Source: an optimization exercise on an open RTL-to-GDS flow (aim: small area and a short achievable clock period). Production flows keep margins and buffers that such runs may drop.
Where RTL was checked, it was by simulation tests only, not by an equivalence proof against the original.

==> run a <==
// fmtconv
module fmtconv (
    input  wire        clk,
    input  wire        rst,           
    input  wire        in_valid,
    input  wire [3:0]  src_fmt,
    input  wire [3:0]  dst_fmt,
    input  wire [1:0]  rnd,           
    input  wire        sat,
    input  wire        strict,
    input  wire        flush,
    input  wire [31:0] in_data,
    output reg         out_valid,
    output reg  [31:0] out_data,
    output reg  [6:0]  out_flags,     
    output reg         out_range      
);
clock: 18.0 ns
lec_check: 0
cap_margin: 20
core_margin: 2
core_utilization: 30
slew_margin: 20
standard.sh (not shown) runs the stock make flow with config.mk's settings and CLKGATE_MAP_FILE= SYNTH_SCRIPT=/design/flow/synth_recipe.tcl, a recipe that flattens the netlist after the stock synthesis.
==> flow/flow/run.sh <==
#!/bin/bash
# The standard layout flow (standard.sh), with the input and output ports
# buffered by buf_2 cells instead of the delay buffers that buffer_ports
# picks by default. standard.sh's full output goes to standard.log.
export BUFFER_PORTS_ARGS="-buffer_cell sky130_fd_sc_hd__buf_2"
bash standard.sh > standard.log 2>&1
==> inputs of run b, as changes to run a <==
--- a/flow/design.v
+++ b/flow/design.v
@@ -78,17 +78,17 @@
     output reg               is_nan,
     output reg               is_snan,
     output reg               flushed,
     output wire              is_int,
     output reg  [31:0]       m_raw,
     output wire [4:0]        lz,       
     output wire signed [9:0] ash,      
     output wire signed [9:0] eb0,      
-    output wire              sub       
+    output wire              ecz       
 );
     assign is_int = sint;
     wire [31:0] ix = ({32{soh[7]}} & d)
                    | ({32{soh[8]}} & {{24{d[7]}}, d[7:0]})
                    | ({32{soh[9]}} & {24'd0, d[7:0]})
                    | ({32{soh[10]}} & {{28{d[3]}}, d[3:0]})
                    | ({32{soh[11]}} & {28'd0, d[3:0]});
     wire [31:0] ixc  = ix ^ {32{ineg}};
@@ -107,16 +107,17 @@
                    | ({23{soh[2]}} & {d[6:0], 16'd0})
                    | ({23{soh[3]}} & {d[2:0], 20'd0})
                    | ({23{soh[4] | soh[5]}} & {d[1:0], 21'd0})
                    | ({23{soh[6]}} & {d[0], 22'd0});
     wire        eco = (soh[0] & (&d[30:23])) | (soh[1] & (&d[14:10]))
                     | (soh[2] & (&d[14:7])) | (soh[4] & (&d[6:2]));
     wire        flushable = soh[0] | soh[1] | soh[2];
     wire        ecz_f = (ec == 8'd0);
+    assign ecz = ecz_f;
     wire        fnz = (fm != 23'd0);
     wire        fq  = fm[22];
     wire f8a_nan = soh[3] && (d[7:0] == 8'h80);
     wire do_flush = flushable && flush_eff && ecz_f && fnz;
     wire izero = (ix == 32'd0);
     always @(*) begin
         if (is_int) begin
             sign = ineg; is_zero = izero; is_inf = 1'b0; is_nan = 1'b0; is_snan = 1'b0;
@@ -146,17 +147,16 @@
             4'h6:    begin bd = 10'sd1;   kb = 10'sd30;   end
             default: begin bd = 10'sd0;   kb = 10'sd31;   end
         endcase
     end
     wire signed [9:0] t1 = bd - bs;
     wire signed [9:0] t2 = kb + bs;
     wire [7:0] ecx = is_int ? 8'd0 : (ec | {7'd0, ecz_f});
     assign eb0 = $signed({2'b00, ecx}) + t1;
-    assign sub = (dst < 4'h7) & (eb0[9] | (eb0 == 10'sd0) | (ecz_f & ~is_int & (bd == bs)));
     assign ash = t2 - $signed({2'b00, ecx});
     fc_lzc u_lzc (.x(is_int ? ixc : {~ecz_f, fm, 8'd0}), .lz(lz));
 endmodule
 module fc_round_pack (
     input  wire [11:0]       doh,      
     input  wire [1:0]        rnd,
     input  wire              sat,
     input  wire              strict,
@@ -389,37 +389,37 @@
         r_flush  <= flush;
         r_data   <= in_data;
     end
     wire        d_sign, d_zero, d_inf, d_nan, d_snan, d_flushed, d_int;
     wire [31:0] d_m;
     wire [4:0]  d_lz;
     wire signed [9:0] d_ash;
     wire signed [9:0] d_eb0;
-    wire        d_sub;
+    wire        d_ecz;
     fc_decode u_dec (
         .soh(r_soh), .ineg(r_ineg), .sint(r_sint), .dst(r_dst), .d(r_data), .flush_eff(r_flush | ~r_strict),
         .sign(d_sign), .is_zero(d_zero), .is_inf(d_inf), .is_nan(d_nan), .is_snan(d_snan),
-        .flushed(d_flushed), .is_int(d_int), .m_raw(d_m), .lz(d_lz), .ash(d_ash), .eb0(d_eb0), .sub(d_sub));
+        .flushed(d_flushed), .is_int(d_int), .m_raw(d_m), .lz(d_lz), .ash(d_ash), .eb0(d_eb0), .ecz(d_ecz));
     wire [5:0] r_kn = (r_dst == 4'h0) ? 6'd31 :
                       (r_dst == 4'h1) ? 6'd44 :
                       (r_dst == 4'h2) ? 6'd47 :
                       (r_dst == 4'h3) ? 6'd51 :
                       (r_dst == 4'h4 || r_dst == 4'h5) ? 6'd52 : 6'd53;
     reg        s1_valid, s1_bad, s1_tint;
     reg [5:0]  s1_kn;
     reg [3:0]  s1_dst;
     reg [1:0]  s1_rnd;
     reg        s1_sat, s1_strict, s1_flush;
     reg        s1_sign, s1_zero, s1_inf, s1_nan, s1_snan, s1_flushed, s1_int;
     reg [31:0] s1_m;
     reg [4:0]  s1_lz;
     reg signed [9:0] s1_ash;
     reg signed [9:0] s1_eb0;
-    reg        s1_sub;
+    reg        s1_ecz;
     always @(posedge clk) begin
         if (rst) s1_valid <= 1'b0;
         else     s1_valid <= r_valid;
         s1_bad     <= r_bad;
         s1_kn      <= r_kn;
         s1_tint    <= (r_dst >= 4'h7);
         s1_dst     <= r_dst;
         s1_rnd     <= r_rnd;
@@ -432,19 +432,20 @@
         s1_nan     <= d_nan;
         s1_snan    <= d_snan;
         s1_flushed <= d_flushed;
         s1_int     <= d_int;
         s1_m       <= d_m;
         s1_lz      <= d_lz;
         s1_ash     <= d_ash;
         s1_eb0     <= d_eb0;
-        s1_sub     <= d_sub;
+        s1_ecz     <= d_ecz;
     end
     wire s1_int_dst = s1_tint;
+    wire s1_sub = ~s1_int_dst & ((s1_eb0 < 10'sd1) | ((s1_eb0 == 10'sd1) & s1_ecz));
     wire signed [9:0] s1_ebl = s1_eb0 - $signed({5'd0, s1_lz});
     wire [7:0] s1_emaxb = (s1_dst == 4'h0 || s1_dst == 4'h2) ? 8'd254 :
                           (s1_dst == 4'h1 || s1_dst == 4'h4) ? 8'd30 :
                           (s1_dst == 4'h3) ? 8'd15 :
                           (s1_dst == 4'h5) ? 8'd7 : 8'd3;
     wire [31:0] a_q;
     wire        a_g, a_g2, a_st2, a_huge;
     fc_align u_al (
- ABC_AREA: not set -> 1
==> results.toml <==
[cells_and_area]
fillCellCount = 6546
multi_input_comb_cells = 2069
nClkBuffers = 33
layout_common_cells = "nand2_1 (634), nand3_1 (397), inv_1 (315)"
instances_no_fill = 3598
nFlopsAndLatches = 255

[yosys]
netlist_area_um2 = 18010
synth-compound-area-share = 0.1328
synth.area.top_cells = "dfxtp_1 (28%), nand2_1 (13%), nand3_1 (11%)"
synth_commonest_cells = "nand2_1 (634), nand3_1 (397), inv_1 (315), dfxtp_1 (255), nor2_1 (250)"
synth_simple_gate_area_frac = 0.3698

[power]
p_comb_frac = 0.492
comb_cell_power_w = 0.00135

[critical_path]
path_cells = "buf_2"
cp.buffers_inverters = 1
crit_type = "flop to output port"
critPathLaunch = "out_data[27]"

[outcome]
status = "timing/DRC/antenna clean"

[hold_path]
min-delay-start = "s1_bad"

[die]
die-area_um2 = 62020
die_x_um = 249.0
[end of results for run b]
==> results.toml <==
[power]
p_comb_frac = 0.457
comb_cell_power_w = 0.00114

[cells_and_area]
multi_input_comb_cells = 1915
instances_no_fill = 3202
fillCellCount = 6472

[die]
die-area_um2 = 63370

[outcome]
status = "timing/DRC/antenna clean"

[critical_path]
critPathLaunch = "s1_kn[0]"
path_cells = "inv_1 -> ha_1 -> inv_1 -> fa_1 -> or3_1 -> nand2_2 -> nand2_1 -> a2bb2oi_1 -> mux2i_1 -> a222oi_1 -> nor3_1 -> a2111oi_2 -> a2111o_1 -> o41ai_2"

[yosys]
synth.area.top_cells = "dfxtp_1 (28%), a21oi_1 (5.9%), nand2_1 (5.7%)"
synth_commonest_cells = "nand2_1 (282), dfxtp_1 (253), a21oi_1 (216), nor2_1 (198), o21ai_0 (159)"
netlist_area_um2 = 18410

[hold_path]
min-delay-start = "r_sat"
[end of results for run a]
No functional check of the RTL was part of run a.

-- port drivers added, routing unchanged --
How much do the figures lean on ideal ports? The routed layouts below were timed once more, with nothing changed but the port constraints.
Step 1 (the two cells are an assumption about what drives the block):
set clk [get_ports {clk}]
set_driving_cell -lib_cell sky130_fd_sc_hd__clkbuf_16 $clk
set_driving_cell -lib_cell sky130_fd_sc_hd__buf_2 [delete_from_list [all_inputs] $clk]
Step 2 also shifts input and output timing later by t, the mid clock arrival at the registers, as if the neighbouring blocks saw the same clock.
Slacks: ideal ports / drivers / drivers and shift; pairs: ideal ports / drivers.
run	t, ns	slack for setup (ns)	latest minus earliest clock arrival (ns)
run a	0.591	12.796 / 12.796 / 12.796	0.017 / 0.017
run b	0.639	13.391 / 13.339 / 13.720	0.029 / 0.029
After both steps setup and hold are still met in every run listed.
